This is an optimization exercise on Yosys and OpenROAD, whose aim is small area and a short achievable clock period, not a production implementation.
The RTL was checked by simulation tests, not by an equivalence proof against the original design.

==> flow/design.v (outline; a module is shown in full before it is edited, if it fits) <==
// module lsi_core: 361 lines
// module lsi_core_mul: 791 lines
module lsi_core (
    input  wire        clk,
    input  wire        rst,           
    input  wire        start,         
    input  wire        stop,          
    input  wire [12:0] pc_init,       
    input  wire [3:0]  seq_id,        
    input  wire [31:0] mbox_in,       
    output wire        imem_en,
    output wire [12:0] imem_addr,     
    input  wire [31:0] imem_rdata,    
    output reg         dmem_en,
    output reg         dmem_we,
    output reg  [3:0]  dmem_be,
    output reg  [12:0] dmem_addr,     
    output reg  [31:0] dmem_wdata,
    input  wire [31:0] dmem_rdata,    
    output reg  [2:0]  state,
    output reg         halted,
    output reg  [2:0]  fault_code,
    output reg  [12:0] fault_pc,
    output reg  [4:0]  flags,         
    output reg  [3:0]  depth,
    output reg         evt_valid,
    output reg  [2:0]  evt_num,
    output reg  [31:0] mbox_out
);
  // ...
==> flow/run.sh <==
#!/bin/bash
# synth_recipe.tcl (not shown) runs the flow's synth.tcl, then flattens the netlist and writes it again
# the make line also repeats each setting of config.mk as NAME=value (left out here)
make -C /OpenROAD-flow-scripts/flow DESIGN_CONFIG=/design/flow/config.mk WORK_HOME=/design/flow/orfs CLKGATE_MAP_FILE= SYNTH_SCRIPT=/design/flow/synth_recipe.tcl finish
==> flow/config.mk <==
export PLATFORM = sky130hd
export DESIGN_NAME = lsi_core
export DESIGN_NICKNAME = lsi_core
export VERILOG_FILES = /design/flow/design.v
export SDC_FILE = /design/flow/constraint.sdc
export NUM_CORES = 4
export LEC_CHECK = 0
export ABC_AREA = 1
export CAP_MARGIN = 20
export CORE_MARGIN = 2
export CORE_UTILIZATION = 40
export SETUP_SLACK_MARGIN = 4
export SLEW_MARGIN = 20
==> flow/constraint.sdc <==
create_clock -name core_clock -period 11.0 [get_ports {clk}]
set_input_delay 2.2000 -clock core_clock [delete_from_list [all_inputs] [get_ports {clk}]]
set_output_delay 2.2000 -clock core_clock [all_outputs]
set_load 0.01 [all_outputs]
==> run notes, run 1 <==
Final Instance Count excl. Fillers=about 11000; Final Wtd Congestion=about 1.1; reg-to-reg startpoint=mul_b[5]$_DFF_P_; vias in the first global route=61400; initial antenna violation count=23; Yosys cell types=72; First-pass DRT Iterations=7; post-layout util=0.539; layout cells sized above 1=0.227; fraction of registers with async set/reset=0; grt total ovfl=0; flop2flop setup slack=around 3.1 ns; worst hold slack=between 0.4 and 0.5 ns; worst hold path type=flop to flop; clock slew at reported path FFs=0.06 ns; M1 GR Usage=0.522; Die W=between 300 and 400 um; count leader, synth=nand2_1; Residual DRC=0; dpl ws=0.347 ns; Final Max Tran Viols=0; main combinational cell family by area after synthesis=simple AND/OR/NAND/NOR gates; top cells by count, synth=nand2_1 (1490), inv_1 (964), edfxtp_1 (597); area leader, netlist=edfxtp_1; average wire per standard cell=32.7 um; Layout area overhead=33.9%; status=complete, no violations; Die Ht=393 um; CP delay by family, top=simple AND/OR/NAND/NOR gates; slowest CP cell=ha_1; Post-Synth XOR/XNOR Area=0.0628; Setup Viol. Count Final=0; highest metal used=met5; Reg2Reg Depth=32
==> module lsi_core, before the edit <==
module lsi_core (
    input  wire        clk,
    input  wire        rst,           
    input  wire        start,         
    input  wire        stop,          
    input  wire [12:0] pc_init,       
    input  wire [3:0]  seq_id,        
    input  wire [31:0] mbox_in,       
    output wire        imem_en,
    output wire [12:0] imem_addr,     
    input  wire [31:0] imem_rdata,    
    output reg         dmem_en,
    output reg         dmem_we,
    output reg  [3:0]  dmem_be,
    output reg  [12:0] dmem_addr,     
    output reg  [31:0] dmem_wdata,
    input  wire [31:0] dmem_rdata,    
    output reg  [2:0]  state,
    output reg         halted,
    output reg  [2:0]  fault_code,
    output reg  [12:0] fault_pc,
    output reg  [4:0]  flags,         
    output reg  [3:0]  depth,
    output reg         evt_valid,
    output reg  [2:0]  evt_num,
    output reg  [31:0] mbox_out
);
    localparam ST_STOPPED = 3'd0;
    localparam ST_IDLE    = 3'd1;
    localparam ST_RUN     = 3'd2;
    localparam ST_FAULT   = 3'd4;
    localparam F_ILLEGAL  = 3'd1;
    localparam F_MISALIGN = 3'd2;
    localparam F_ADDR     = 3'd3;
    localparam F_STACK    = 3'd4;
    localparam F_SREG     = 3'd5;
    reg [31:0] g [1:15];
    reg [12:0] stack [0:7];
    reg [12:0] fpc;
    reg        ex_valid;
    reg        phase;
    reg        p2_load;        
    reg        p2_mul;
    reg [3:0]  p2_rd;
    reg [1:0]  p2_size;        
    reg [1:0]  p2_off;
    reg [31:0] mul_a, mul_b;
    reg        stop_pend;
    reg [14:2] rxb;            
    reg [15:0] rec_flags;
    reg [31:0] cycles;
    wire zf = flags[0];
    wire nf = flags[1];
    wire cf = flags[2];
    wire tf = flags[3];
    wire ff = flags[4];
    wire run = (state == ST_RUN);
    assign imem_en   = run;
    assign imem_addr = fpc;
    wire [31:0] ins = imem_rdata;
    wire [5:0]  op  = ins[31:26];
    wire [3:0]  rd  = ins[25:22];
    wire [3:0]  ra  = ins[21:18];
    wire [3:0]  rb  = ins[17:14];
    wire [17:0] imm = ins[17:0];
    wire [12:0] tgt = ins[12:0];
    wire [7:0]  sreg = ins[7:0];
    wire [31:0] imm_s = {{14{imm[17]}}, imm};
    wire [31:0] imm_z = {14'd0, imm};
    wire op_add   = (op == 6'h01) || (op == 6'h10);
    wire op_sub   = (op == 6'h02);
    wire op_cmp   = (op == 6'h0D) || (op == 6'h17);
    wire op_and   = (op == 6'h03) || (op == 6'h11);
    wire op_or    = (op == 6'h04) || (op == 6'h12);
    wire op_xor   = (op == 6'h05) || (op == 6'h13);
    wire op_shl   = (op == 6'h06) || (op == 6'h14);
    wire op_shr   = (op == 6'h07) || (op == 6'h15);
    wire op_minu  = (op == 6'h08);
    wire op_maxu  = (op == 6'h09);
    wire op_mul   = (op == 6'h0A);
    wire op_ext   = (op == 6'h0B);
    wire op_clz   = (op == 6'h0C);
    wire op_lui   = (op == 6'h16);
    wire is_load  = (op == 6'h18) || (op == 6'h19) || (op == 6'h1A);
    wire is_store = (op == 6'h1B) || (op == 6'h1C) || (op == 6'h1D);
    wire op_br    = (op == 6'h20);
    wire op_dbnz  = (op == 6'h21);
    wire op_call  = (op == 6'h22);
    wire op_ret   = (op == 6'h23);
    wire op_jr    = (op == 6'h24);
    wire op_halt  = (op == 6'h25);
    wire op_done  = (op == 6'h26);
    wire op_evt   = (op == 6'h27);
    wire op_rds   = (op == 6'h28);
    wire op_wrs   = (op == 6'h29);
    wire op_legal = (op <= 6'h0D) || (op >= 6'h10 && op <= 6'h1D) ||
                    (op >= 6'h20 && op <= 6'h29) || (op == 6'h3E);
    wire        use_d = is_store || op_dbnz || op_wrs;
    wire [3:0]  rsel  = use_d ? rd : rb;
    reg  [31:0] va, vp;
    integer r;
    always @(*) begin
        va = 32'd0;
        vp = 32'd0;
        for (r = 1; r < 16; r = r + 1) begin
            va = va | (g[r] & {32{ra == r}});
            vp = vp | (g[r] & {32{rsel == r}});
        end
    end
    wire exec = run && ex_valid && !phase && !stop_pend;
    wire        imm_sx = (op == 6'h10) || (op == 6'h17);
    wire        is_imm = op[4];
    wire [31:0] opb = imm_sx ? imm_s : is_imm ? imm_z : vp;
    wire        do_sub = op_sub || op_cmp || op_minu || op_maxu;
    wire [32:0] ar = {1'b0, va} + {1'b0, do_sub ? ~opb : opb} + {32'd0, do_sub};
    wire        ar_c = ar[32];          
    wire [4:0]  shamt = op_ext ? ins[13:9] : opb[4:0];
    reg  [31:0] va_rev;
    integer k;
    always @(*)
        for (k = 0; k < 32; k = k + 1) va_rev[k] = va[31 - k];
    wire [31:0] sh_in  = op_shl ? va_rev : va;
    wire [32:0] sh_out = {sh_in, 1'b0} >> shamt;
    reg  [31:0] sh_rev;
    always @(*)
        for (k = 0; k < 32; k = k + 1) sh_rev[k] = sh_out[32 - k];
    wire [31:0] sh_res = op_shl ? sh_rev : sh_out[32:1];
    wire        sh_c   = (shamt == 5'd0) ? cf : sh_out[0];
    reg  [31:0] ext_msk;
    always @(*)
        for (k = 0; k < 32; k = k + 1) ext_msk[k] = (k[4:0] <= ins[8:4]);
    reg  [5:0]  clz_res;
    always @(*) begin
        clz_res = 6'd32;
        for (k = 0; k < 32; k = k + 1)
            if (va[k]) clz_res = 6'd31 - k[5:0];
    end
    wire [31:0] dbnz_val = vp - 32'd1;
    wire [15:0] ea_lo = {1'b0, va[14:0]} + {1'b0, imm[14:0]};
    wire [16:0] hx = va[31:15];
    wire [16:0] hy = {{14{imm[17]}}, imm[17:15]};
    wire [16:0] hcin = {hx[15:0] | hy[15:0], ea_lo[15]};
    wire        ea_ok = &(~(hx ^ hy ^ hcin));
    wire [1:0]  msize = (op == 6'h18 || op == 6'h1B) ? 2'd2 :
                        (op == 6'h19 || op == 6'h1C) ? 2'd1 : 2'd0;
    wire        ea_mis = (msize == 2'd2) ? (ea_lo[1:0] != 2'b00) :
                         (msize == 2'd1) ? ea_lo[0] : 1'b0;
    reg cond_ok;
    always @(*) begin
        case (rd)
            4'd0:  cond_ok = 1'b1;
            4'd1:  cond_ok = zf;
            4'd2:  cond_ok = !zf;
            4'd3:  cond_ok = cf;
            4'd4:  cond_ok = !cf;
            4'd5:  cond_ok = nf;
            4'd6:  cond_ok = !nf;
            4'd7:  cond_ok = tf;
            4'd8:  cond_ok = !tf;
            4'd9:  cond_ok = ff;
            4'd10: cond_ok = !ff;
            4'd11: cond_ok = cf && !zf;
            4'd12: cond_ok = !cf || zf;
            default: cond_ok = 1'b0;
        endcase
    end
    reg [31:0] sreg_rval;
    always @(*) begin
        case (sreg)
            8'h06: sreg_rval = {27'd0, flags};
            8'h0A: sreg_rval = {17'd0, rxb, 2'b00};
            8'h0C: sreg_rval = {16'd0, rec_flags};
            8'h0E: sreg_rval = mbox_in;
            8'h0F: sreg_rval = mbox_out;
            8'h11: sreg_rval = cycles;
            8'h13: sreg_rval = {28'd0, seq_id};
            default: sreg_rval = 32'd0;
        endcase
    end
    wire rds_bad = (sreg > 8'h13);
    wire rxb_bad = (vp[1:0] != 2'b00) || (vp[31:15] != 17'd0) || (vp[14:2] > 13'h1F7F);
    wire wrs_bad = !(sreg == 8'h06 || sreg == 8'h0A || sreg == 8'h0C || sreg == 8'h0F) ||
                   (sreg == 8'h0A && rxb_bad);
    wire stk_full  = depth[3];
    wire stk_empty = (depth == 4'd0);
    reg [2:0] fcode;
    always @(*) begin
        fcode = 3'd0;
        if (!op_legal || (op_br && rd > 4'd12)) fcode = F_ILLEGAL;
        else if ((is_load || is_store) && !ea_ok) fcode = F_ADDR;
        else if ((is_load || is_store) && ea_mis) fcode = F_MISALIGN;
        else if ((op_call && stk_full) || (op_ret && stk_empty)) fcode = F_STACK;
        else if ((op_rds && rds_bad) || (op_wrs && wrs_bad)) fcode = F_SREG;
    end
    wire fault = exec && (fcode != 3'd0);
    wire ok    = exec && (fcode == 3'd0);
    reg [31:0] wr_val;
    always @(*) begin
        wr_val = ar[31:0];
        if (op_and)  wr_val = va & opb;
        if (op_or)   wr_val = va | opb;
        if (op_xor)  wr_val = va ^ opb;
        if (op_shl || op_shr) wr_val = sh_res;
        if (op_ext)  wr_val = sh_out[32:1] & ext_msk;
        if (op_minu) wr_val = ar_c ? vp : va;
        if (op_maxu) wr_val = ar_c ? va : vp;
        if (op_clz)  wr_val = {26'd0, clz_res};
        if (op_lui)  wr_val = {imm, 14'd0};
        if (op_dbnz) wr_val = dbnz_val;
        if (op_rds)  wr_val = sreg_rval;
    end
    wire wr_en  = op_add || op_sub || op_and || op_or || op_xor || op_shl || op_shr ||
                  op_minu || op_maxu || op_ext || op_clz || op_lui || op_dbnz ||
                  (op_rds && !rds_bad);
    wire set_zn = op_add || op_sub || op_cmp || op_and || op_or || op_xor || op_shl ||
                  op_shr || op_minu || op_maxu || op_ext;
    wire set_c  = op_add || op_sub || op_cmp || op_shl || op_shr;
    wire new_c  = (op_shl || op_shr) ? sh_c : ar_c;
    wire dbnz_tk  = (rd != 4'd0) && (vp != 32'd1);
    wire redirect = (op_br && cond_ok) || (op_dbnz && dbnz_tk) || (op_call && !stk_full) ||
                    (op_ret && !stk_empty) || op_jr;
    wire two_cycle = redirect || op_mul || is_load;
    wire [12:0] redir_pc = op_ret ? stack[depth[2:0] - 3'd1] :
                           op_jr  ? va[14:2] : tgt;
    always @(*) begin
        dmem_en    = exec && (is_load || is_store) && ea_ok && !ea_mis;
        dmem_we    = is_store;
        dmem_addr  = ea_lo[14:2];
        dmem_be    = (msize == 2'd2) ? 4'b1111 :
                     (msize == 2'd1) ? (ea_lo[1] ? 4'b1100 : 4'b0011) :
                     (4'b0001 << ea_lo[1:0]);
        dmem_wdata = (msize == 2'd2) ? vp :
                     (msize == 2'd1) ? {vp[15:0], vp[15:0]} :
                     {vp[7:0], vp[7:0], vp[7:0], vp[7:0]};
    end
    reg [31:0] ld_val;
    always @(*) begin
        case (p2_size)
            2'd2:    ld_val = dmem_rdata;
            2'd1:    ld_val = p2_off[1] ? {16'd0, dmem_rdata[31:16]} : {16'd0, dmem_rdata[15:0]};
            default: ld_val = {24'd0, dmem_rdata[8*p2_off +: 8]};
        endcase
    end
    wire [31:0] mul_res;
    lsi_core_mul u_mul (.a(mul_a), .b(mul_b), .p(mul_res));
    wire        p2_wr = run && phase && (p2_load || p2_mul);
    wire        rf_we = p2_wr || (exec && wr_en);
    wire [3:0]  rf_wa = phase ? p2_rd : rd;
    wire [31:0] rf_wd = phase ? (p2_load ? ld_val : mul_res) : wr_val;
    wire        rf_clr = rst || (state == ST_FAULT);
    wire [31:0] rf_wdc = rf_wd & {32{~rf_clr}};
    integer i;
    always @(posedge clk) begin
        for (i = 1; i < 16; i = i + 1)
            if (rf_clr || (rf_we && rf_wa == i)) g[i] <= rf_wdc;
        if (ok && op_call) stack[depth[2:0]] <= fpc;
        mul_a <= va;
        mul_b <= vp;
        p2_load <= is_load;
        p2_mul  <= op_mul;
        p2_rd   <= rd;
        p2_size <= msize;
        p2_off  <= ea_lo[1:0];
        evt_num <= ins[2:0];
    end
    always @(posedge clk) begin
        if (rst) begin
            state <= ST_STOPPED;
            halted <= 1'b0;
            fault_code <= 3'd0;
            fault_pc <= 13'd0;
            flags <= 5'd0;
            depth <= 4'd0;
            evt_valid <= 1'b0;
            mbox_out <= 32'd0;
            ex_valid <= 1'b0;
            phase <= 1'b0;
            stop_pend <= 1'b0;
            rxb <= 13'd0;
            rec_flags <= 16'd0;
            cycles <= 32'd0;
        end else begin
            cycles <= cycles + 32'd1;
            evt_valid <= 1'b0;
            case (state)
                ST_STOPPED, ST_IDLE: begin
                    if (start) begin
                        state <= ST_RUN;
                        halted <= 1'b0;
                        fpc <= pc_init;
                        ex_valid <= 1'b0;
                        phase <= 1'b0;
                        stop_pend <= 1'b0;
                    end
                end
                ST_FAULT: begin
                    state <= ST_STOPPED;
                    flags <= 5'd0;
                    depth <= 4'd0;
                    ex_valid <= 1'b0;
                    phase <= 1'b0;
                    stop_pend <= 1'b0;
                end
                ST_RUN: begin
                    if (stop) stop_pend <= 1'b1;
                    if (phase) begin
                        phase <= 1'b0;
                        fpc <= fpc + 13'd1;
                        ex_valid <= 1'b1;
                        if (p2_mul) begin
                            flags[0] <= (mul_res == 32'd0);
                            flags[1] <= mul_res[31];
                        end
                    end else if (!ex_valid) begin
                        fpc <= fpc + 13'd1;
                        ex_valid <= 1'b1;
                    end else if (stop_pend) begin
                        state <= ST_STOPPED;
                        ex_valid <= 1'b0;
                    end else if (fault) begin
                        state <= ST_FAULT;
                        fault_code <= fcode;
                        fault_pc <= fpc - 13'd1;
                        ex_valid <= 1'b0;
                    end else begin
                        if (set_zn) begin
                            flags[0] <= (wr_val == 32'd0);
                            flags[1] <= wr_val[31];
                        end
                        if (op_clz) flags[0] <= (clz_res == 6'd0);
                        if (set_c) flags[2] <= new_c;
                        if (op_wrs) begin
                            case (sreg)
                                8'h06: flags <= vp[4:0];
                                8'h0A: rxb <= vp[14:2];
                                8'h0C: rec_flags <= vp[15:0];
                                default: mbox_out <= vp;
                            endcase
                        end
                        if (op_call) depth <= depth + 4'd1;
                        if (op_ret) depth <= depth - 4'd1;
                        if (op_evt) evt_valid <= 1'b1;
                        if (op_halt || op_done) begin
                            state <= op_halt ? ST_STOPPED : ST_IDLE;
                            halted <= op_halt;
                            ex_valid <= 1'b0;
                        end else if (two_cycle) begin
                            phase <= 1'b1;
                            ex_valid <= 1'b0;
                            fpc <= redirect ? redir_pc : fpc;
                        end else begin
                            fpc <= fpc + 13'd1;
                            ex_valid <= 1'b1;
                        end
                    end
                end
                default: state <= ST_STOPPED;
            endcase
        end
    end
endmodule
==> run 2, diff against run 1 <==
--- a/flow/design.v
+++ b/flow/design.v
@@ -42,3 +42,3 @@
     reg        p2_load;        
-    reg        p2_mul;
+    reg        p2_mul;         
     reg [3:0]  p2_rd;
@@ -97,4 +97,5 @@
                     (op >= 6'h20 && op <= 6'h29) || (op == 6'h3E);
-    wire        use_d = is_store || op_dbnz || op_wrs;
-    wire [3:0]  rsel  = use_d ? rd : rb;
+    wire [3:0]  rsel = (op[5] | op[4]) ? rd : rb;
+    reg  [31:0] ta [0:15];
+    reg  [31:0] tp [0:15];
     reg  [31:0] va, vp;
@@ -102,8 +103,22 @@
     always @(*) begin
-        va = 32'd0;
-        vp = 32'd0;
+        ta[0] = 32'd0;
+        tp[0] = 32'd0;
         for (r = 1; r < 16; r = r + 1) begin
-            va = va | (g[r] & {32{ra == r}});
-            vp = vp | (g[r] & {32{rsel == r}});
+            ta[r] = g[r] & {32{ra == r}};
+            tp[r] = g[r] & {32{rsel == r}};
         end
+        for (r = 0; r < 8; r = r + 1) begin
+            ta[r] = ta[2*r] | ta[2*r+1];
+            tp[r] = tp[2*r] | tp[2*r+1];
+        end
+        for (r = 0; r < 4; r = r + 1) begin
+            ta[r] = ta[2*r] | ta[2*r+1];
+            tp[r] = tp[2*r] | tp[2*r+1];
+        end
+        for (r = 0; r < 2; r = r + 1) begin
+            ta[r] = ta[2*r] | ta[2*r+1];
+            tp[r] = tp[2*r] | tp[2*r+1];
+        end
+        va = ta[0] | ta[1];
+        vp = tp[0] | tp[1];
     end
@@ -114,4 +129,6 @@
     wire        do_sub = op_sub || op_cmp || op_minu || op_maxu;
-    wire [32:0] ar = {1'b0, va} + {1'b0, do_sub ? ~opb : opb} + {32'd0, do_sub};
+    wire [31:0] ar_y = do_sub ? ~opb : opb;
+    wire [32:0] ar = {1'b0, va} + {1'b0, ar_y} + {32'd0, do_sub};
     wire        ar_c = ar[32];          
+    wire        ar_z = &(~(va ^ ar_y ^ {va[30:0] | ar_y[30:0], do_sub}));
     wire [4:0]  shamt = op_ext ? ins[13:9] : opb[4:0];
@@ -138,2 +155,4 @@
     wire [31:0] dbnz_val = vp - 32'd1;
+    wire        va_z = (va == 32'd0);
+    wire        vp_z = (vp == 32'd0);
     wire [15:0] ea_lo = {1'b0, va[14:0]} + {1'b0, imm[14:0]};
@@ -141,4 +160,6 @@
     wire [16:0] hy = {{14{imm[17]}}, imm[17:15]};
-    wire [16:0] hcin = {hx[15:0] | hy[15:0], ea_lo[15]};
-    wire        ea_ok = &(~(hx ^ hy ^ hcin));
+    wire [16:0] hk = ~(hx ^ hy ^ {hx[15:0] | hy[15:0], 1'b0});
+    wire        ea_ok0 = &hk[16:1] & ~(hx[0] ^ hy[0]);      
+    wire        ea_ok1 = &hk[16:1] &  (hx[0] ^ hy[0]);      
+    wire        ea_ok = ea_lo[15] ? ea_ok1 : ea_ok0;
     wire [1:0]  msize = (op == 6'h18 || op == 6'h1B) ? 2'd2 :
@@ -166,15 +187,10 @@
     end
-    reg [31:0] sreg_rval;
-    always @(*) begin
-        case (sreg)
-            8'h06: sreg_rval = {27'd0, flags};
-            8'h0A: sreg_rval = {17'd0, rxb, 2'b00};
-            8'h0C: sreg_rval = {16'd0, rec_flags};
-            8'h0E: sreg_rval = mbox_in;
-            8'h0F: sreg_rval = mbox_out;
-            8'h11: sreg_rval = cycles;
-            8'h13: sreg_rval = {28'd0, seq_id};
-            default: sreg_rval = 32'd0;
-        endcase
-    end
+    wire [31:0] sreg_rval =
+        ({32{sreg == 8'h06}} & {27'd0, flags}) |
+        ({32{sreg == 8'h0A}} & {17'd0, rxb, 2'b00}) |
+        ({32{sreg == 8'h0C}} & {16'd0, rec_flags}) |
+        ({32{sreg == 8'h0E}} & mbox_in) |
+        ({32{sreg == 8'h0F}} & mbox_out) |
+        ({32{sreg == 8'h11}} & cycles) |
+        ({32{sreg == 8'h13}} & {28'd0, seq_id});
     wire rds_bad = (sreg > 8'h13);
@@ -185,28 +201,25 @@
     wire stk_empty = (depth == 4'd0);
-    reg [2:0] fcode;
-    always @(*) begin
-        fcode = 3'd0;
-        if (!op_legal || (op_br && rd > 4'd12)) fcode = F_ILLEGAL;
-        else if ((is_load || is_store) && !ea_ok) fcode = F_ADDR;
-        else if ((is_load || is_store) && ea_mis) fcode = F_MISALIGN;
-        else if ((op_call && stk_full) || (op_ret && stk_empty)) fcode = F_STACK;
-        else if ((op_rds && rds_bad) || (op_wrs && wrs_bad)) fcode = F_SREG;
-    end
-    wire fault = exec && (fcode != 3'd0);
-    wire ok    = exec && (fcode == 3'd0);
-    reg [31:0] wr_val;
-    always @(*) begin
-        wr_val = ar[31:0];
-        if (op_and)  wr_val = va & opb;
-        if (op_or)   wr_val = va | opb;
-        if (op_xor)  wr_val = va ^ opb;
-        if (op_shl || op_shr) wr_val = sh_res;
-        if (op_ext)  wr_val = sh_out[32:1] & ext_msk;
-        if (op_minu) wr_val = ar_c ? vp : va;
-        if (op_maxu) wr_val = ar_c ? va : vp;
-        if (op_clz)  wr_val = {26'd0, clz_res};
-        if (op_lui)  wr_val = {imm, 14'd0};
-        if (op_dbnz) wr_val = dbnz_val;
-        if (op_rds)  wr_val = sreg_rval;
-    end
+    wire f_ill   = !op_legal || (op_br && rd > 4'd12);
+    wire f_addr  = (is_load || is_store) && !ea_ok;
+    wire f_mis   = (is_load || is_store) && ea_mis;
+    wire f_stack = (op_call && stk_full) || (op_ret && stk_empty);
+    wire f_sreg  = (op_rds && rds_bad) || (op_wrs && wrs_bad);
+    wire [2:0] fcode = f_ill ? F_ILLEGAL : f_addr ? F_ADDR : f_mis ? F_MISALIGN :
+                       f_stack ? F_STACK : F_SREG;
+    wire fault = exec && (f_ill || f_addr || f_mis || f_stack || f_sreg);
+    wire        s_ar = op_add || op_sub || op_cmp;
+    wire [31:0] oth_val =
+        ({32{op_and}} & (va & opb)) |
+        ({32{op_or}}  & (va | opb)) |
+        ({32{op_xor}} & (va ^ opb)) |
+        ({32{op_shl | op_shr}} & sh_res) |
+        ({32{op_ext}} & (sh_out[32:1] & ext_msk));
+    wire [31:0] wr_val =
+        ({32{s_ar}} & ar[31:0]) | oth_val |
+        ({32{op_minu}} & (ar_c ? vp : va)) |
+        ({32{op_maxu}} & (ar_c ? va : vp)) |
+        ({32{op_clz}}  & {26'd0, clz_res}) |
+        ({32{op_lui}}  & {imm, 14'd0}) |
+        ({32{op_dbnz}} & dbnz_val) |
+        ({32{op_rds}}  & sreg_rval);
     wire wr_en  = op_add || op_sub || op_and || op_or || op_xor || op_shl || op_shr ||
@@ -214,6 +227,11 @@
                   (op_rds && !rds_bad);
-    wire set_zn = op_add || op_sub || op_cmp || op_and || op_or || op_xor || op_shl ||
+    wire set_n  = op_add || op_sub || op_cmp || op_and || op_or || op_xor || op_shl ||
                   op_shr || op_minu || op_maxu || op_ext;
+    wire set_z  = set_n || op_clz;
     wire set_c  = op_add || op_sub || op_cmp || op_shl || op_shr;
     wire new_c  = (op_shl || op_shr) ? sh_c : ar_c;
+    wire new_z  = (s_ar & ar_z) | (op_minu & (va_z | vp_z)) | (op_maxu & va_z & vp_z) |
+                  (op_clz & va[31]) |
+                  ((op_and | op_or | op_xor | op_shl | op_shr | op_ext) & (oth_val == 32'd0));
+    wire new_n  = wr_val[31];
     wire dbnz_tk  = (rd != 4'd0) && (vp != 32'd1);
@@ -221,5 +239,6 @@
                     (op_ret && !stk_empty) || op_jr;
-    wire two_cycle = redirect || op_mul || is_load;
-    wire [12:0] redir_pc = op_ret ? stack[depth[2:0] - 3'd1] :
-                           op_jr  ? va[14:2] : tgt;
+    wire [12:0] redir_pc = ({13{op_ret}} & stack[depth[2:0] - 3'd1]) |
+                           ({13{op_jr}}  & va[14:2]) |
+                           ({13{!op_ret && !op_jr}} & tgt);
+    wire two_cycle = redirect || op_mul || (is_load && ea_ok && !ea_mis);
     always @(*) begin
@@ -251,2 +270,20 @@
     wire [31:0] rf_wdc = rf_wd & {32{~rf_clr}};
+    wire        mul_z  = (mul_res == 32'd0);
+    wire        fl_mul = run && phase && p2_mul;
+    wire        fl_wrs = exec && op_wrs && (sreg == 8'h06);
+    reg  [4:0]  flags_nx;
+    always @(*) begin
+        flags_nx = flags;
+        if (fl_mul) begin
+            flags_nx[0] = mul_z;
+            flags_nx[1] = mul_res[31];
+        end
+        if (exec) begin
+            if (set_z) flags_nx[0] = new_z;
+            if (set_n) flags_nx[1] = new_n;
+            if (set_c) flags_nx[2] = new_c;
+        end
+        if (fl_wrs) flags_nx = vp[4:0];
+        if (rf_clr) flags_nx = 5'd0;
+    end
     integer i;
@@ -255,3 +292,3 @@
             if (rf_clr || (rf_we && rf_wa == i)) g[i] <= rf_wdc;
-        if (ok && op_call) stack[depth[2:0]] <= fpc;
+        if (exec && op_call && !stk_full) stack[depth[2:0]] <= fpc;
         mul_a <= va;
@@ -264,2 +301,6 @@
         evt_num <= ins[2:0];
+        flags   <= flags_nx;
+        if (!run) fpc <= pc_init;
+        else if (ex_valid && !phase && two_cycle) fpc <= redirect ? redir_pc : fpc;
+        else fpc <= fpc + 13'd1;
     end
@@ -271,3 +312,2 @@
             fault_pc <= 13'd0;
-            flags <= 5'd0;
             depth <= 4'd0;
@@ -283,3 +323,3 @@
             cycles <= cycles + 32'd1;
-            evt_valid <= 1'b0;
+            evt_valid <= exec && op_evt;
             case (state)
@@ -289,3 +329,2 @@
                         halted <= 1'b0;
-                        fpc <= pc_init;
                         ex_valid <= 1'b0;
@@ -297,3 +336,2 @@
                     state <= ST_STOPPED;
-                    flags <= 5'd0;
                     depth <= 4'd0;
@@ -305,12 +343,4 @@
                     if (stop) stop_pend <= 1'b1;
-                    if (phase) begin
+                    if (phase || !ex_valid) begin
                         phase <= 1'b0;
-                        fpc <= fpc + 13'd1;
-                        ex_valid <= 1'b1;
-                        if (p2_mul) begin
-                            flags[0] <= (mul_res == 32'd0);
-                            flags[1] <= mul_res[31];
-                        end
-                    end else if (!ex_valid) begin
-                        fpc <= fpc + 13'd1;
                         ex_valid <= 1'b1;
@@ -325,15 +355,6 @@
                     end else begin
-                        if (set_zn) begin
-                            flags[0] <= (wr_val == 32'd0);
-                            flags[1] <= wr_val[31];
-                        end
-                        if (op_clz) flags[0] <= (clz_res == 6'd0);
-                        if (set_c) flags[2] <= new_c;
                         if (op_wrs) begin
-                            case (sreg)
-                                8'h06: flags <= vp[4:0];
-                                8'h0A: rxb <= vp[14:2];
-                                8'h0C: rec_flags <= vp[15:0];
-                                default: mbox_out <= vp;
-                            endcase
+                            if (sreg == 8'h0A) rxb <= vp[14:2];
+                            if (sreg == 8'h0C) rec_flags <= vp[15:0];
+                            if (sreg == 8'h0F) mbox_out <= vp;
                         end
@@ -341,3 +362,2 @@
                         if (op_ret) depth <= depth - 4'd1;
-                        if (op_evt) evt_valid <= 1'b1;
                         if (op_halt || op_done) begin
@@ -349,5 +369,3 @@
                             ex_valid <= 1'b0;
-                            fpc <= redirect ? redir_pc : fpc;
                         end else begin
-                            fpc <= fpc + 13'd1;
                             ex_valid <= 1'b1;
--- a/flow/config.mk
+++ b/flow/config.mk
@@ -10,4 +10,6 @@
 export CORE_MARGIN = 2
-export CORE_UTILIZATION = 40
+export CORE_UTILIZATION = 55
+export PLACE_DENSITY = 0.68
 export SETUP_SLACK_MARGIN = 4
 export SLEW_MARGIN = 20
+export TNS_END_PERCENT = 0
==> run 2 against run 1 <==
Clock skew is 0.023 ns lower. Critical path type is now primary input to flop. Worst hold slack better by 0.011 ns. Die area is 27% lower.
==> run notes, run 2 <==
Post-Synth XOR/XNOR Area=0.0657 (+0.00296); complex-gate fraction of the synthesized area=0.181; Post-Synth Adder-Cell Area=0.110; count leader, synth=nand2_1; Mapped Nets=just under 8000; antenna viol nets, final=0; transition time of the tightest slew-check pin=1.43 ns; Post-DP HPWL=between 200 and 250 mm; Worst setup EP type=flop; Final min period=8.16 ns; Initial Utilization=0.554; CTS Root Cell=clkbuf_16; Slew Limit Headroom=0.0385; global-route usage over all layers=0.524; worst hold path type=flop to flop; CTS Buf Count=87; Vias=63200; largest net degree at the start of global routing=105; Final Wtd Congestion=1.15 (+5.3%); status=complete, no violations; multiplexer share of the synthesized area=0.00267; Post-CTS Hold Fix Bufs=0; CTS tree=done; largest cells by area after synthesis=edfxtp_1 (30%), nand2_1 (8.1%), dfxtp_1 (6.8%), fa_1 (6.3%), xor2_1 (5.8%); TNS Setup=0 ns; post-synthesis sequential area ratio=0.366; worst-skew pair later-pin latency=approximately 0.73 ns; syn avg cell area=between 8 and 9 um2; Synth top area share=0.298; Final Max Tran Viols=0 (unchanged); initial antenna violation count=27 (+17%); synthesized area=roughly 60000 um2; drt total wl=around 300 mm; Clock Path Buffers=3; Max Cap Viol=0; CP Max Fanout=16; worst hold slack=0.454 ns (+0.0109 ns); synthesis warning total=4; crit-path most repeated cell=nand2_1; most frequent cells in the layout=nand2_1 (1257), inv_1 (873), edfxtp_1 (597), nor2_1 (479), o22ai_1 (417); IO Port Bufs=246; DRT iter0 DRCs=between 10000 and 15000; fraction of registers with async set/reset=0 (unchanged); grt total ovfl=0 (unchanged); Syn Inst Count=7280; layout cells sized above 1=0.142 (-0.0852); max reg flops=480; CP max stage delay=approximately 0.51 ns; Setup Viol. Count Final=0 (unchanged); WP data arrival=between 8 and 9 ns; maximum clock rate=roughly 120 MHz; main combinational cell family by area after synthesis=compound AO/OA/AOI/OAI gates; vias per std cell=about 6.9; area leader, netlist=edfxtp_1; H-tree levels=3; first-pass GRT wire length=approximately 420 mm; clock sink total=800; Final nets=slightly above 8000; Yosys cell types=88 (+22%); slowest CP cell=clkdlybuf4s50_1; RSZ-0062 raised after global routing=yes; io pins=roughly 250; #FFs+latches synth=800; final hold violation count=0; Critical Path RT=between 10 and 15 ns; Layout area overhead=19.5%; vias in the first global route=58500 (-4.7%); Die W=335 um (-15%); Synth Flop Type=edfxtp_1; WS Path Type=primary input to flop; Die Ht=335 um (-15%); Residual DRC=0 (unchanged); period utilisation layout=0.741; Core Area=109000 um2; First-pass DRT Iterations=12 (+5); most flop-heavy register=g; die area=112000 um2; Setup Skew=0.0366 ns; average wire per standard cell=32.7 um (-0.21%); Post-synth EDFFs=between 500 and 600; startpoint types=primary input; simple-gate share of the synthesized area=0.181; FP Rows=roughly 120; clock slew at reported path FFs=0.06 ns (about the same); commonest non-fill, non-tap cell in the layout=nand2_1; top cells by count, synth=nand2_1 (1292), inv_1 (916), edfxtp_1 (597)
[run 2: layer usage]
metal / track usage / wire length, um / vias up
li1: - / - / 25900
met1: 0.639 / 101000 / 29300
met2: 0.727 / 118000 / 6112
met3: 0.234 / 51300 / 1786
met4: 0.387 / 29300 / 34
met5: 0.0139 / 659 / -
[run 2: repair_timing]
item | in CTS | in global routing
pin swaps | 93 | 35
setup buffers | 178 | 18
endpoints found under the hold margin | 0 | 0
cloned | 10 | 2
resized for setup | 425 | 85
endpoints found under the setup margin | 645 | 581
[run 2: path summary, 6_finish.rpt]
check                                               start                   endpoint  slack, ns  cells past startpoint
worst max-delay path                       imem_rdata[25]         g[9][12]$_DFFE_PP_       2.84                     33
worst min-delay path            rec_flags[2]$_SDFFE_PP0P_  rec_flags[2]$_SDFFE_PP0P_       0.45                      2
worst max register to register          mul_b[17]$_DFF_P_        flags[0]$_SDFF_PN0_       3.17                     24
worst min register to register  rec_flags[2]$_SDFFE_PP0P_  rec_flags[2]$_SDFFE_PP0P_       0.45                      2
[run 2: layout make-up]
| cell class | count | area (um2) |
|---|---|---|
| diodes | 20 | 50.0 |
| clock buffers | 97 | 2230 |
| clock inverters | 65 | 738 |
| fillers | 8929 | 36700 |
| inverters | 1002 | 4030 |
| multi-input cells | 5098 | 34200 |
| flip-flops and latches | 800 | 22000 |
| well taps | 1414 | 1770 |
| repair buffers | 695 | 6790 |
| repair inverters | 4 | 30.0 |
[run 2: stage by stage]
stage / worst slack [ns] / instance area (um2) / instances / util
final: 2.84 / 71800 / 9195 / 0.661
after global routing: 2.87 / 71800 / 9177 / 0.661
after CTS: 3.24 / 71300 / 9155 / 0.656
after detailed placement: 0.864 / 65000 / 8805 / 0.598
after global placement: 0.959 / 65000 / 8805 / 0.598
after floorplan: 3.65 / 60400 / 7280 / -
[run 2: cells by family (layout without fill, tap and decap cells)]
family	Yosys count	count (layout)
other	0	20
AOI/OAI and AO/OA	1751	1751
buffers and inverters	1385	1863
adders and majority gates	416	416
muxes	16	16
DFF	800	800
xor gates and xnor gates	451	451
and+or+nand+nor	2461	2464
[run 2: worst max-delay path, delay by kind of cell]
kind,cells,cell delay (ns)
AND/OR/NAND/NOR,12,1.94
XOR/XNOR,1,0.14
AO/OA/AOI/OAI,10,1.98
buffers and inverters,9,1.88
adder cells (fa/ha/maj),1,0.36
==> run 3, diff against run 2 <==
--- a/flow/design.v
+++ b/flow/design.v
@@ -36,3 +36,3 @@
     localparam F_SREG     = 3'd5;
-    reg [31:0] g [1:15];
+    reg [31:0] gn [1:15];       
     reg [12:0] stack [0:7];
@@ -106,4 +106,4 @@
         for (r = 1; r < 16; r = r + 1) begin
-            ta[r] = g[r] & {32{ra == r}};
-            tp[r] = g[r] & {32{rsel == r}};
+            ta[r] = ~gn[r] & {32{ra == r}};
+            tp[r] = ~gn[r] & {32{rsel == r}};
         end
@@ -129,6 +129,7 @@
     wire        do_sub = op_sub || op_cmp || op_minu || op_maxu;
+    wire [31:0] ar_x = va | {32{op_dbnz}};
     wire [31:0] ar_y = do_sub ? ~opb : opb;
-    wire [32:0] ar = {1'b0, va} + {1'b0, ar_y} + {32'd0, do_sub};
+    wire [32:0] ar = {1'b0, ar_x} + {1'b0, ar_y} + {32'd0, do_sub};
     wire        ar_c = ar[32];          
-    wire        ar_z = &(~(va ^ ar_y ^ {va[30:0] | ar_y[30:0], do_sub}));
+    wire        ar_z = &(~(ar_x ^ ar_y ^ {ar_x[30:0] | ar_y[30:0], do_sub}));
     wire [4:0]  shamt = op_ext ? ins[13:9] : opb[4:0];
@@ -154,3 +155,2 @@
     end
-    wire [31:0] dbnz_val = vp - 32'd1;
     wire        va_z = (va == 32'd0);
@@ -209,3 +209,3 @@
     wire fault = exec && (f_ill || f_addr || f_mis || f_stack || f_sreg);
-    wire        s_ar = op_add || op_sub || op_cmp;
+    wire        s_ar = op_add || op_sub || op_cmp || op_dbnz;
     wire [31:0] oth_val =
@@ -218,7 +218,5 @@
         ({32{s_ar}} & ar[31:0]) | oth_val |
-        ({32{op_minu}} & (ar_c ? vp : va)) |
-        ({32{op_maxu}} & (ar_c ? va : vp)) |
+        ({32{op_minu | op_maxu}} & ((ar_c ^ op_maxu) ? vp : va)) |
         ({32{op_clz}}  & {26'd0, clz_res}) |
         ({32{op_lui}}  & {imm, 14'd0}) |
-        ({32{op_dbnz}} & dbnz_val) |
         ({32{op_rds}}  & sreg_rval);
@@ -236,3 +234,3 @@
     wire new_n  = wr_val[31];
-    wire dbnz_tk  = (rd != 4'd0) && (vp != 32'd1);
+    wire dbnz_tk  = (rd != 4'd0) && !ar_z;       
     wire redirect = (op_br && cond_ok) || (op_dbnz && dbnz_tk) || (op_call && !stk_full) ||
@@ -291,3 +289,3 @@
         for (i = 1; i < 16; i = i + 1)
-            if (rf_clr || (rf_we && rf_wa == i)) g[i] <= rf_wdc;
+            if (rf_clr || (rf_we && rf_wa == i)) gn[i] <= ~rf_wdc;
         if (exec && op_call && !stk_full) stack[depth[2:0]] <= fpc;
--- a/flow/config.mk
+++ b/flow/config.mk
@@ -11,2 +11,4 @@
 export CORE_UTILIZATION = 55
+export CTS_BUF_LIST = sky130_fd_sc_hd__clkbuf_8
+export CTS_CLUSTER_SIZE = 30
 export PLACE_DENSITY = 0.68
==> run 3 against run 2 <==
Non-clock buffer count is 7 lower. Clock-buffer cell count is 43 higher. Sequential share of layout area is 1.5 points higher. Critical path type unchanged. Via count is 3.8% lower. Global-route usage is 0.35 points lower. Largest cell class unchanged. Setup slack better by 0.17 ns. Still clean.
==> run notes, run 3 <==
final hold violation count=0 (unchanged); dpl ws=0.824 ns (-0.0400 ns); Post-DP HPWL=197 mm (-5.1%); layout cells sized above 1=0.142 (about the same); RSZ-0062 raised after global routing=yes; die area=107000 um2 (-4.4%); multiplexer share of the synthesized area=0.00296 (+0.000299); antenna viol nets, final=0 (unchanged); Setup Skew=0.0547 ns (+0.0180 ns); worst hold path type=flop to flop; period utilisation layout=0.726 (-0.0150); clock sink total=800 (unchanged); Post-Synth Adder-Cell Area=0.115 (+0.00472); # fillers=8230 (-7.8%); synthesis warning total=4 (unchanged); IO Port Bufs=246 (unchanged); flop2flop setup slack=3.24 ns (+0.07 ns); clock slew at reported path FFs=0.06 ns (about the same); fraction of registers with async set/reset=0 (unchanged); Hold Path Origin=rec_flags[9]$_SDFFE_PP0P_; H-tree levels=4 (+1); slowest CP cell=nor4_1; simple-gate share of the synthesized area=0.174 (-0.00652); complex-gate fraction of the synthesized area=0.177 (-0.00424); WS Path Type=primary input to flop; Final min period=7.99 ns (-0.165 ns); area of the multi-input gates=32300 um2 (-5.5%); most frequent cells in the layout=nand2_1 (943), inv_1 (732), nor2_1 (656), o22ai_1 (607), edfxtp_1 (597); crit-path most repeated cell=nand2_1; main combinational cell family by area after synthesis=compound AO/OA/AOI/OAI gates; WHS Endpoint=rec_flags[9]$_SDFFE_PP0P_; Slew Limit Headroom=0.223 (+0.184); average wire per standard cell=33.0 um (+0.88%); grt total ovfl=0 (unchanged); area leader, netlist=edfxtp_1; Clock Path Buffers=3 (unchanged); Max Cap Viol=0 (unchanged); CTS tree=done; Final Max Tran Viols=0 (unchanged); startpoint types=primary input; Syn Inst Count=6830 (-6.2%); largest net degree at the start of global routing=79 (-25%); count leader, synth=nand2_1; Worst setup EP type=flop; reg2reg end=gn[2][28]$_DFFE_PP_; initial antenna violation count=25 (-7.4%); worst-skew pair later-pin latency=0.91 ns (+0.18 ns); vias per std cell=6.95 (+1.2%); most flop-heavy register=gn; max reg flops=480 (unchanged); commonest non-fill, non-tap cell in the layout=nand2_1; Reg2Reg Depth=23 (-4.2%); Final Wtd Congestion=1.15 (+0.24%); DRT iter0 DRCs=12100 (+2.4%); Critical Path RT=11.71 ns (+0.29 ns); CP Max Fanout=15 (-1); syn avg cell area=8.41 um2 (+1.8%); Layout area overhead=19.4% (about the same); Core Area=103000 um2 (-4.7%); WP data arrival=8.70 ns (+0.12 ns); Final nets=7782 (-5.3%); Synth top area share=0.312 (+0.0140); Post-Synth XOR/XNOR Area=0.0661 (+0.000328); status=complete, no violations; top cells by count, synth=nand2_1 (1006), inv_1 (733), nor2_1 (693); FP Rows=118 (-2.5%); first-pass GRT wire length=400 mm (-4.8%); global-route usage over all layers=0.521 (-0.00345); CP max stage delay=0.46 ns (-0.05 ns); CTS Root Cell=clkbuf_8; Die Ht=327 um (-2.2%); drt total wl=288 mm (-4.1%); post-synthesis sequential area ratio=0.383 (+0.0171); CTS Buf Count=135 (+55%); largest cells by area after synthesis=edfxtp_1 (31%), dfxtp_1 (7.1%), o22ai_1 (6.7%), fa_1 (6.6%), nand2_1 (6.6%); reg-to-reg startpoint=mul_b[3]$_DFF_P_; setup ws final=3.01 ns (+0.165 ns); Residual DRC=0 (unchanged); Synth Flop Type=edfxtp_1; Yosys cell types=70 (-20%); Initial Utilization=0.555 (+0.00109); Vias=60800 (-3.8%); synthesized area=57400 um2 (-4.5%); Setup Viol. Count Final=0 (unchanged); Post-synth EDFFs=597 (unchanged); TNS Setup=0 ns (unchanged); Hold Path Depth=2 (unchanged); transition time of the tightest slew-check pin=1.15 ns (-0.273 ns); vias in the first global route=56100 (-4.1%); Die W=327 um (-2.2%); Mapped Nets=7361 (-5.8%); maximum clock rate=125 MHz (+2.1%); io pins=247 (unchanged); register area=22000 um2 (about the same); #FFs+latches synth=800 (unchanged); First-pass DRT Iterations=13 (+1)
## run 3: cell types whose count changed after synthesis, sizes merged, moves of 12 or more
cell     previous run  this run
nand4             100        65
a211oi             27        11
or2                33        81
inv               975       753
o22ai             418       611
xor2              399       383
nor2              550       700
o21ai             499       390
a2111oi            15         3
or4                 4        34
a221oi            111        52
clkbuf            232       247
a21oi             384       304
nand2            1332      1011
## run 3: final cells by class
class,instances,share of cell area
repair buffers,688,0.0983
inverters,778,0.0434
clock buffers,140,0.0281
diodes,10,0.000365
clock inverters,97,0.0128
well taps,1380,0.0252
multi-input cells,4848,0.471
flip-flops and latches,800,0.321
## run 3: logic make-up (layout without fill, tap and decap cells)
logic type | after synthesis | count (layout)
compound gates | 1653 | 1653
xor+xnor | 433 | 433
fa+ha+maj | 414 | 414
buf+inv | 1183 | 1703
flops | 800 | 800
mux | 17 | 17
other cells | 0 | 10
simple gates | 2330 | 2331
## run 3: worst max-delay path by stage
stage,endpoint,cells past startpoint,start,slack [ns]
finish,gn[8][29]$_DFFE_PP_,34,imem_rdata[31],3.01
global route,dmem_addr[12],29,imem_rdata[19],3.00
CTS,dmem_addr[12],30,imem_rdata[19],3.24
detailed placement,gn[9][31]$_DFFE_PP_,29,imem_rdata[31],0.82
global placement,gn[9][31]$_DFFE_PP_,32,imem_rdata[31],0.93
floorplan,gn[10][0]$_DFFE_PP_,16,imem_rdata[30],3.47
## run 3: critical path: cells and delay by family
kind | cells | cell delay, ns
compound gates | 6 | 1.26
xor+xnor | 1 | 0.16
fa+ha+maj | 1 | 0.45
buf+inv | 10 | 1.91
simple gates | 16 | 2.67
## run 3: per-stage QoR
stage | instances | cell area, um2 | util | hold WS, ns
finish | 8741 | 68600 | 0.662 | 0.453
global route | 8734 | 68500 | 0.662 | 0.474
CTS | 8688 | 67600 | 0.653 | 0.454
detailed placement | 8341 | 62500 | 0.604 | 0.445
global placement | 8340 | 62500 | 0.603 | 0.440
floorplan | 6830 | 57400 | - | 0.429
## run 3: layer usage
layer / GRT usage / wire length [um] / vias up
met3: 0.208 / 48500 / 1691
met2: 0.723 / 113000 / 5939
met5: 0.00311 / 526 / -
met4: 0.345 / 26100 / 24
met1: 0.667 / 99600 / 28400
li1: - / - / 24700
## run 3: repair_timing
action / 4_1_cts / 5_1_grt
hold buffers: 0 / 0
setup endpoints to repair: 646 / 621
gates cloned: 10 / 3
pin swaps: 73 / 68
buffers inserted: 100 / 39
gates resized for setup: 370 / 146
==> run 4, diff against run 3 <==
--- a/flow/config.mk
+++ b/flow/config.mk
@@ -11,3 +11,4 @@
 export CORE_UTILIZATION = 55
-export CTS_BUF_LIST = sky130_fd_sc_hd__clkbuf_8
+export CTS_BUF_LIST = sky130_fd_sc_hd__clkbuf_16
+export CTS_CLUSTER_DIAMETER = 75
 export CTS_CLUSTER_SIZE = 30
==> run 4 against run 3 <==
Core utilization down 0.42 points. Worst hold slack improved by 0.0066 ns. Fmax grew 0.74%.
==> run notes, run 4 <==
status=complete, no violations; WS Path Type=primary input to flop; fraction of registers with async set/reset=0 (unchanged); slowest CP cell=ha_1; CTS Buf Count=49 (-64%); Yosys cell types=70 (unchanged); DRT iter0 DRCs=11500 (-4.6%); flop2flop setup slack=3.27 ns (+0.03 ns); Final nets=7721 (-0.78%); Residual DRC=0 (unchanged); Critical Path RT=11.49 ns (-0.22 ns); Layout area overhead=18.7%; FP Rows=118 (unchanged); area leader, netlist=edfxtp_1; vias per std cell=6.97 (+0.24%); first-pass GRT wire length=396 mm (-1.0%); Post-CTS Hold Fix Bufs=0 (unchanged); post-layout util=0.658 (-0.00421); Post-synth EDFFs=597 (unchanged); layout cells sized above 1=0.136 (-0.00606); Synth Flop Type=edfxtp_1; post-synthesis sequential area ratio=0.383 (unchanged); commonest non-fill, non-tap cell in the layout=nand2_1; met1 WL=98.3 mm (-1.3%); largest net degree at the start of global routing=79 (unchanged); Worst Setup SP=imem_rdata[30]; CTS Root Cell=clkbuf_16; Die W=327 um (unchanged); clock sink total=800 (unchanged); main combinational cell family by area after synthesis=compound AO/OA/AOI/OAI gates; Max Cap Viol=0 (unchanged); post-route design area=68100 um2 (-0.64%); met2 WL post-DR=113 mm (-0.77%); syn avg cell area=8.41 um2 (unchanged); Post-DP HPWL=197 mm (unchanged); H-tree levels=2 (-2); Syn Inst Count=6830 (unchanged); CP endpoint=gn[5][31]$_DFFE_PP_; dpl ws=0.824 ns (unchanged); met3 routed wirelength=47.9 mm (-1.3%); #FFs+latches synth=800 (unchanged); maximum clock rate=126 MHz (+0.74%); simple-gate share of the synthesized area=0.174 (unchanged); top cells by count, synth=nand2_1 (1006), inv_1 (733), nor2_1 (693); TNS Setup=0 ns (unchanged); worst hold path type=flop to flop; vias in the first global route=55200 (-1.6%); highest metal used=met5; Core Area=103000 um2 (unchanged); io pins=247 (unchanged); Synth top area share=0.312 (unchanged); WP data arrival=8.42 ns (-0.28 ns); clock slew at reported path FFs=0.11 ns (+0.05 ns); Slew Limit Headroom=0.220 (-0.00270); startpoint types=primary input; Post-Synth Adder-Cell Area=0.115 (unchanged); most frequent cells in the layout=nand2_1 (943), inv_1 (696), nor2_1 (656), o22ai_1 (607), edfxtp_1 (597); worst-skew pair later-pin latency=0.76 ns (-0.15 ns); drt total wl=285 mm (-1.2%); Reg2Reg Depth=26 (+13%); Mapped Nets=7361 (unchanged); CTS tree=done; Worst setup EP type=flop; placement-stage cell area=62500 um2 (unchanged); Setup Skew=0.0858 ns (+0.0311 ns); reg2reg end=flags[0]$_SDFF_PP0_; Final min period=7.93 ns (-0.0591 ns); Post-Synth XOR/XNOR Area=0.0661 (unchanged); final hold violation count=0 (unchanged); die area=107000 um2 (unchanged); Die Ht=327 um (unchanged); Final Max Tran Viols=0 (unchanged); antenna viol nets, final=0 (unchanged); setup ws final=3.07 ns (+0.0591 ns); Vias=60100 (-1.1%); count leader, synth=nand2_1; complex-gate fraction of the synthesized area=0.177 (unchanged); reg-to-reg startpoint=mul_b[13]$_DFF_P_; largest cells by area after synthesis=edfxtp_1 (31%), dfxtp_1 (7.1%), o22ai_1 (6.7%), fa_1 (6.6%), nand2_1 (6.6%); max reg flops=480 (unchanged); synthesis warning total=4 (unchanged); CP Max Fanout=17 (+2); period utilisation layout=0.721 (-0.00537); synthesized area=57400 um2 (unchanged); RSZ-0062 raised after global routing=yes; Initial Utilization=0.555 (unchanged); Final Wtd Congestion=1.15 (unchanged); initial antenna violation count=23 (-8.0%); IO Port Bufs=246 (unchanged); average wire per standard cell=33.0 um (+0.20%); global-route usage over all layers=0.515 (-0.00602); transition time of the tightest slew-check pin=1.16 ns (+0.00401 ns); CP max stage delay=0.52 ns (+0.06 ns); Clock Path Buffers=3 (unchanged); grt total ovfl=0 (unchanged); First-pass DRT Iterations=12 (-1); most flop-heavy register=gn; Setup Viol. Count Final=0 (unchanged); multiplexer share of the synthesized area=0.00296 (unchanged)
==> run 4: cells by family after synthesis <==
| family | after synthesis |
|---|---|
| AO/OA/AOI/OAI | 1653 |
| XOR/XNOR | 433 |
| adder cells (fa/ha/maj) | 414 |
| buffers and inverters | 1183 |
| flip-flops | 800 |
| multiplexers | 17 |
| AND/OR/NAND/NOR | 2330 |
==> run 4: metal layers <==
layer,up-vias,track usage
li1,24500,-
met1,28300,0.661
met2,5746,0.715
met3,1589,0.203
met4,12,0.340
met5,-,0.00577
==> run 4: worst min-delay path by stage <==
stage	endpoint	startpoint	cells past startpoint	slack (ns)
2_1_floorplan	rec_flags[2]$_SDFFE_PP0P_	rec_flags[2]$_SDFFE_PP0P_	2	0.43
3_3_place_gp	rxb[12]$_SDFFE_PP0P_	rxb[12]$_SDFFE_PP0P_	2	0.44
3_5_place_dp	rxb[12]$_SDFFE_PP0P_	rxb[12]$_SDFFE_PP0P_	2	0.44
4_1_cts	rxb[12]$_SDFFE_PP0P_	rxb[12]$_SDFFE_PP0P_	2	0.46
5_1_grt	rec_flags[11]$_SDFFE_PP0P_	rec_flags[11]$_SDFFE_PP0P_	2	0.48
6_report	rec_flags[9]$_SDFFE_PP0P_	rec_flags[9]$_SDFFE_PP0P_	2	0.46
==> run 4: metrics by stage <==
step	std cells	hold WS (ns)
final	8622	0.460
after global routing	8603	0.484
after CTS	8546	0.460
after detailed placement	8341	0.445
after global placement	8340	0.440
after floorplan	6830	0.429
==> run 4: area by class of cell <==
type | count | area [um2]
Fill cell | 8323 | 35400
Antenna cell | 20 | 50.0
Clock inverter | 34 | 711
Timing Repair Buffer | 713 | 7020
Clock buffer | 49 | 1230
Sequential cell | 800 | 22000
Multi-Input combinational cell | 4848 | 32400
Inverter | 778 | 2970
Tap cell | 1380 | 1730
==> run 4: timing repair <==
action	CTS	global route
pin swaps	84	78
gates cloned	12	2
gates resized for setup	427	123
setup endpoints to repair	646	626
setup buffers	110	53
==> run 4: worst max-delay path: cells and delay by family <==
| family | cells | cell delay, ns |
|---|---|---|
| xor+xnor | 1 | 0.16 |
| buf+inv | 11 | 2.20 |
| fa+ha+maj | 1 | 0.52 |
| compound gates | 6 | 1.20 |
| simple gates | 15 | 2.08 |
==> run 5, diff against run 4 <==
==> flow/flow/run.sh (new file) <==
#!/bin/bash
# Layout flow: the standard layout (standard.sh: the standard synthesis,
# floorplan, placement, CTS, routing and finish), with one change: the port
# buffers that global placement inserts on every input and output are the
# platform's smallest buffer (sky130_fd_sc_hd__buf_1). Timing repair resizes
# them later where a path needs it. The make output goes to standard.log here;
# each ORFS step also keeps its own log under orfs/logs.
set -euo pipefail
cd "$(dirname "$0")/.."
export BUFFER_PORTS_ARGS="-buffer_cell sky130_fd_sc_hd__buf_1"
bash standard.sh > standard.log 2>&1
==> flow/standard.sh (new file) <==
#!/bin/bash
# synth_recipe.tcl (not shown) runs the flow's synth.tcl, then flattens the netlist and writes it again
# the make line also repeats each setting of config.mk as NAME=value (left out here)
make -C /OpenROAD-flow-scripts/flow DESIGN_CONFIG=/design/flow/config.mk WORK_HOME=/design/flow/orfs CLKGATE_MAP_FILE= SYNTH_SCRIPT=/design/flow/synth_recipe.tcl "${@:-finish}"
--- a/flow/config.mk
+++ b/flow/config.mk
@@ -11,4 +11,3 @@
 export CORE_UTILIZATION = 55
-export CTS_BUF_LIST = sky130_fd_sc_hd__clkbuf_16
-export CTS_CLUSTER_DIAMETER = 75
+export CTS_BUF_LIST = sky130_fd_sc_hd__clkbuf_8
 export CTS_CLUSTER_SIZE = 30
removed: flow/run.sh
==> run 5 against run 4 <==
Critical path depth down 5. Largest cell class unchanged. Worst hold slack worse by 0.0024 ns. Area after synthesis unchanged. Via count up 2.5%. Clock-buffer cell count up 89. Core utilization down 0.53 points. Flip-flop and latch count unchanged. First-iteration DRC count up 6.7%. Register-to-register slack better by 0.09 ns. Global-route usage up 1.2 points. Sequential share of layout area up 0.27 points.
==> run notes, run 5 <==
Final min period=8.05 ns (+0.115 ns); startpoint types=primary input; CTS Buf Count=133 (+170%); syn avg cell area=8.41 um2 (unchanged); Final Instance Count excl. Fillers=8809 (+2.2%); RSZ-0062 raised after global routing=yes; CTS tree=done; slowest CP cell=a21oi_1; IO Port Bufs=246 (unchanged); largest net degree at the start of global routing=69 (-13%); DRT iter0 DRCs=12300 (+6.7%); Clock Path Buffers=3 (unchanged); vias per std cell=6.99 (+0.30%); die area=107000 um2 (unchanged); final hold violation count=0 (unchanged); Residual DRC=0 (unchanged); Core Area=103000 um2 (unchanged); fraction of registers with async set/reset=0 (unchanged); WS Path Type=primary input to flop; layout cells sized above 1=0.151 (+0.0151); Die W=327 um (unchanged); top cells by count, synth=nand2_1 (1006), inv_1 (733), nor2_1 (693); Initial Utilization=0.555 (unchanged); Post-DP HPWL=204 mm (+3.1%); Vias=61600 (+2.5%); Critical Path RT=11.69 ns (+0.20 ns); average wire per standard cell=33.2 um (+0.55%); CTS Root Cell=clkbuf_8; FP Rows=118 (unchanged); area leader, netlist=edfxtp_1; Synth top area share=0.312 (unchanged); synthesis warning total=4 (unchanged); dpl ws=0.900 ns (+0.0757 ns); Layout area overhead=17.7%; Final Max Tran Viols=0 (unchanged); grt total ovfl=0 (unchanged); Final nets=7822 (+1.3%); initial antenna violation count=31 (+35%); #FFs+latches synth=800 (unchanged); most flop-heavy register=gn; drt total wl=293 mm (+2.7%); Max Cap Viol=0 (unchanged); largest cells by area after synthesis=edfxtp_1 (31%), dfxtp_1 (7.1%), o22ai_1 (6.7%), fa_1 (6.6%), nand2_1 (6.6%); commonest non-fill, non-tap cell in the layout=nand2_1; antenna viol nets, final=0 (unchanged); Post-CTS Hold Fix Bufs=0 (unchanged); maximum clock rate=124 MHz (-1.4%); H-tree levels=4 (+2); TNS Setup=0 ns (unchanged); placed cells=8334 (-0.084%); worst hold path type=flop to flop; post-synthesis sequential area ratio=0.383 (unchanged); setup ws final=2.95 ns (-0.115 ns); transition time of the tightest slew-check pin=1.33 ns (+0.176 ns); vias in the first global route=55600 (+0.72%); Post-synth EDFFs=597 (unchanged); Setup Viol. Count Final=0 (unchanged); global-route usage over all layers=0.526 (+0.0116); clock slew at reported path FFs=0.06 ns (-0.05 ns); most frequent cells in the layout=nand2_1 (941), inv_1 (731), nor2_1 (658), o22ai_1 (604), edfxtp_1 (597); clock sink total=800 (unchanged); synthesized area=57400 um2 (unchanged); Slew Limit Headroom=0.111 (-0.109); count leader, synth=nand2_1; max reg flops=480 (unchanged); Yosys cell types=70 (unchanged); status=complete, no violations; First-pass DRT Iterations=28 (+16); Mapped Nets=7361 (unchanged); Setup Skew=0.0678 ns (-0.0180 ns); Worst setup EP type=flop; WP data arrival=8.73 ns (+0.31 ns); worst-skew pair later-pin latency=0.88 ns (+0.12 ns); first-pass GRT wire length=403 mm (+1.8%); CP Max Fanout=15 (-2); Synth Flop Type=edfxtp_1; Syn Inst Count=6830 (unchanged); Die Ht=327 um (unchanged); period utilisation layout=0.732 (+0.0105); CP max stage delay=0.75 ns (+0.23 ns); crit-path most repeated cell=buf_4; io pins=247 (unchanged); Final Wtd Congestion=1.16 (+0.60%)
-- run 5: cell counts after synthesis --
No cell type changed its count.
-- run 5: per-stage QoR --
step                area (um2)  hold WS, ns   util
CTS                      66500        0.455  0.642
floorplan                57400        0.429      -
global placement         60800        0.439  0.587
finish                   67600        0.458  0.653
detailed placement       60800        0.446  0.588
global route             67500        0.474  0.652
-- run 5: path summary, 6_finish.rpt --
check | start | depth (start not counted) | to | slack, ns
setup reg to reg | mul_b[9]$_DFF_P_ | 23 | gn[2][27]$_DFFE_PP_ | 3.36
setup / recovery | imem_rdata[30] | 29 | gn[10][5]$_DFFE_PP_ | 2.95
hold / removal | rec_flags[6]$_SDFFE_PP0P_ | 2 | rec_flags[6]$_SDFFE_PP0P_ | 0.46
hold reg to reg | rec_flags[6]$_SDFFE_PP0P_ | 2 | rec_flags[6]$_SDFFE_PP0P_ | 0.46
-- run 5: critical path, delay by kind of cell --
kind	cells	cell delay [ns]
buf+inv	10	1.88
xor+xnor	1	0.21
fa+ha+maj	1	0.47
simple gates	10	1.79
compound gates	7	2.10
-- run 5: logic make-up after synthesis --
kind of cell	Yosys count	share of synthesized area
adders and majority gates	414	0.115
and+or+nand+nor	2330	0.174
muxes	17	0.00296
DFF	800	0.383
AOI/OAI and AO/OA	1653	0.177
xor gates and xnor gates	433	0.0661
buffers and inverters	1183	0.0817
-- run 5: cell type report --
type	count	area, um2
Timing Repair Buffer	726	5510
Tap cell	1380	1730
Sequential cell	800	22000
Multi-Input combinational cell	4852	32500
Clock inverter	105	831
Fill cell	8439	35900
Clock buffer	138	1900
Antenna cell	30	75.1
Inverter	778	3020
-- run 5: routing by layer --
metal	GRT usage	up-vias	part of all wire
li1	-	24800	-
met1	0.667	28700	0.34
met2	0.723	6214	0.39
met3	0.229	1817	0.17
met4	0.351	36	0.093
met5	0.0173	-	0.0016
-- run 5: timing repair --
action                     4_1_cts  5_1_grt
gates resized for setup        366      151
cloned                          12        4
pin swaps                       67       62
setup endpoints to repair      645      620
setup buffers                  148       35
hold endpoints to repair         0        0

-- afterwards: timing with drivers on the ports --
No port has a modelled driver above. Below, the same layouts with a new extraction and two added sets of constraints. Step 1 sets driving cells, clkbuf_16 on the clock port and buf_2 on the other inputs (assumed; they add their load-dependent delay and slew). Step 2 adds t to the input delays and takes it off the output delays; t is the mean of the earliest and latest rising clock arrival at the registers after step 1. Input paths then give back, and output paths get back, about the clock's delay inside the block. a / b / c = ideal ports / drivers / drivers and shift; a / b = the first two.
run	shift t [ns]	slack for setup (ns)	clock arrival spread, ns	slew at the worst register clock pin (ns)	worst slew at a driven data input, ns
run 1	0.796	2.627 / 2.507 / 1.935	0.060 / 0.059	0.07 / 0.07	0.17
run 2	0.788	2.844 / 2.878 / 2.089	0.037 / 0.037	0.08 / 0.08	0.12
run 3	0.966	3.009 / 2.999 / 2.092	0.055 / 0.055	0.08 / 0.08	0.06
run 4	0.798	3.068 / 3.059 / 2.318	0.086 / 0.086	0.12 / 0.12	0.06
run 5	0.926	2.953 / 2.915 / 2.079	0.067 / 0.068	0.08 / 0.08	0.09
After both steps setup and hold are still met in every run listed. For run 3, which loses most, drivers alone change the setup slack by -0.010 ns; drivers and shift together by -0.917 ns.
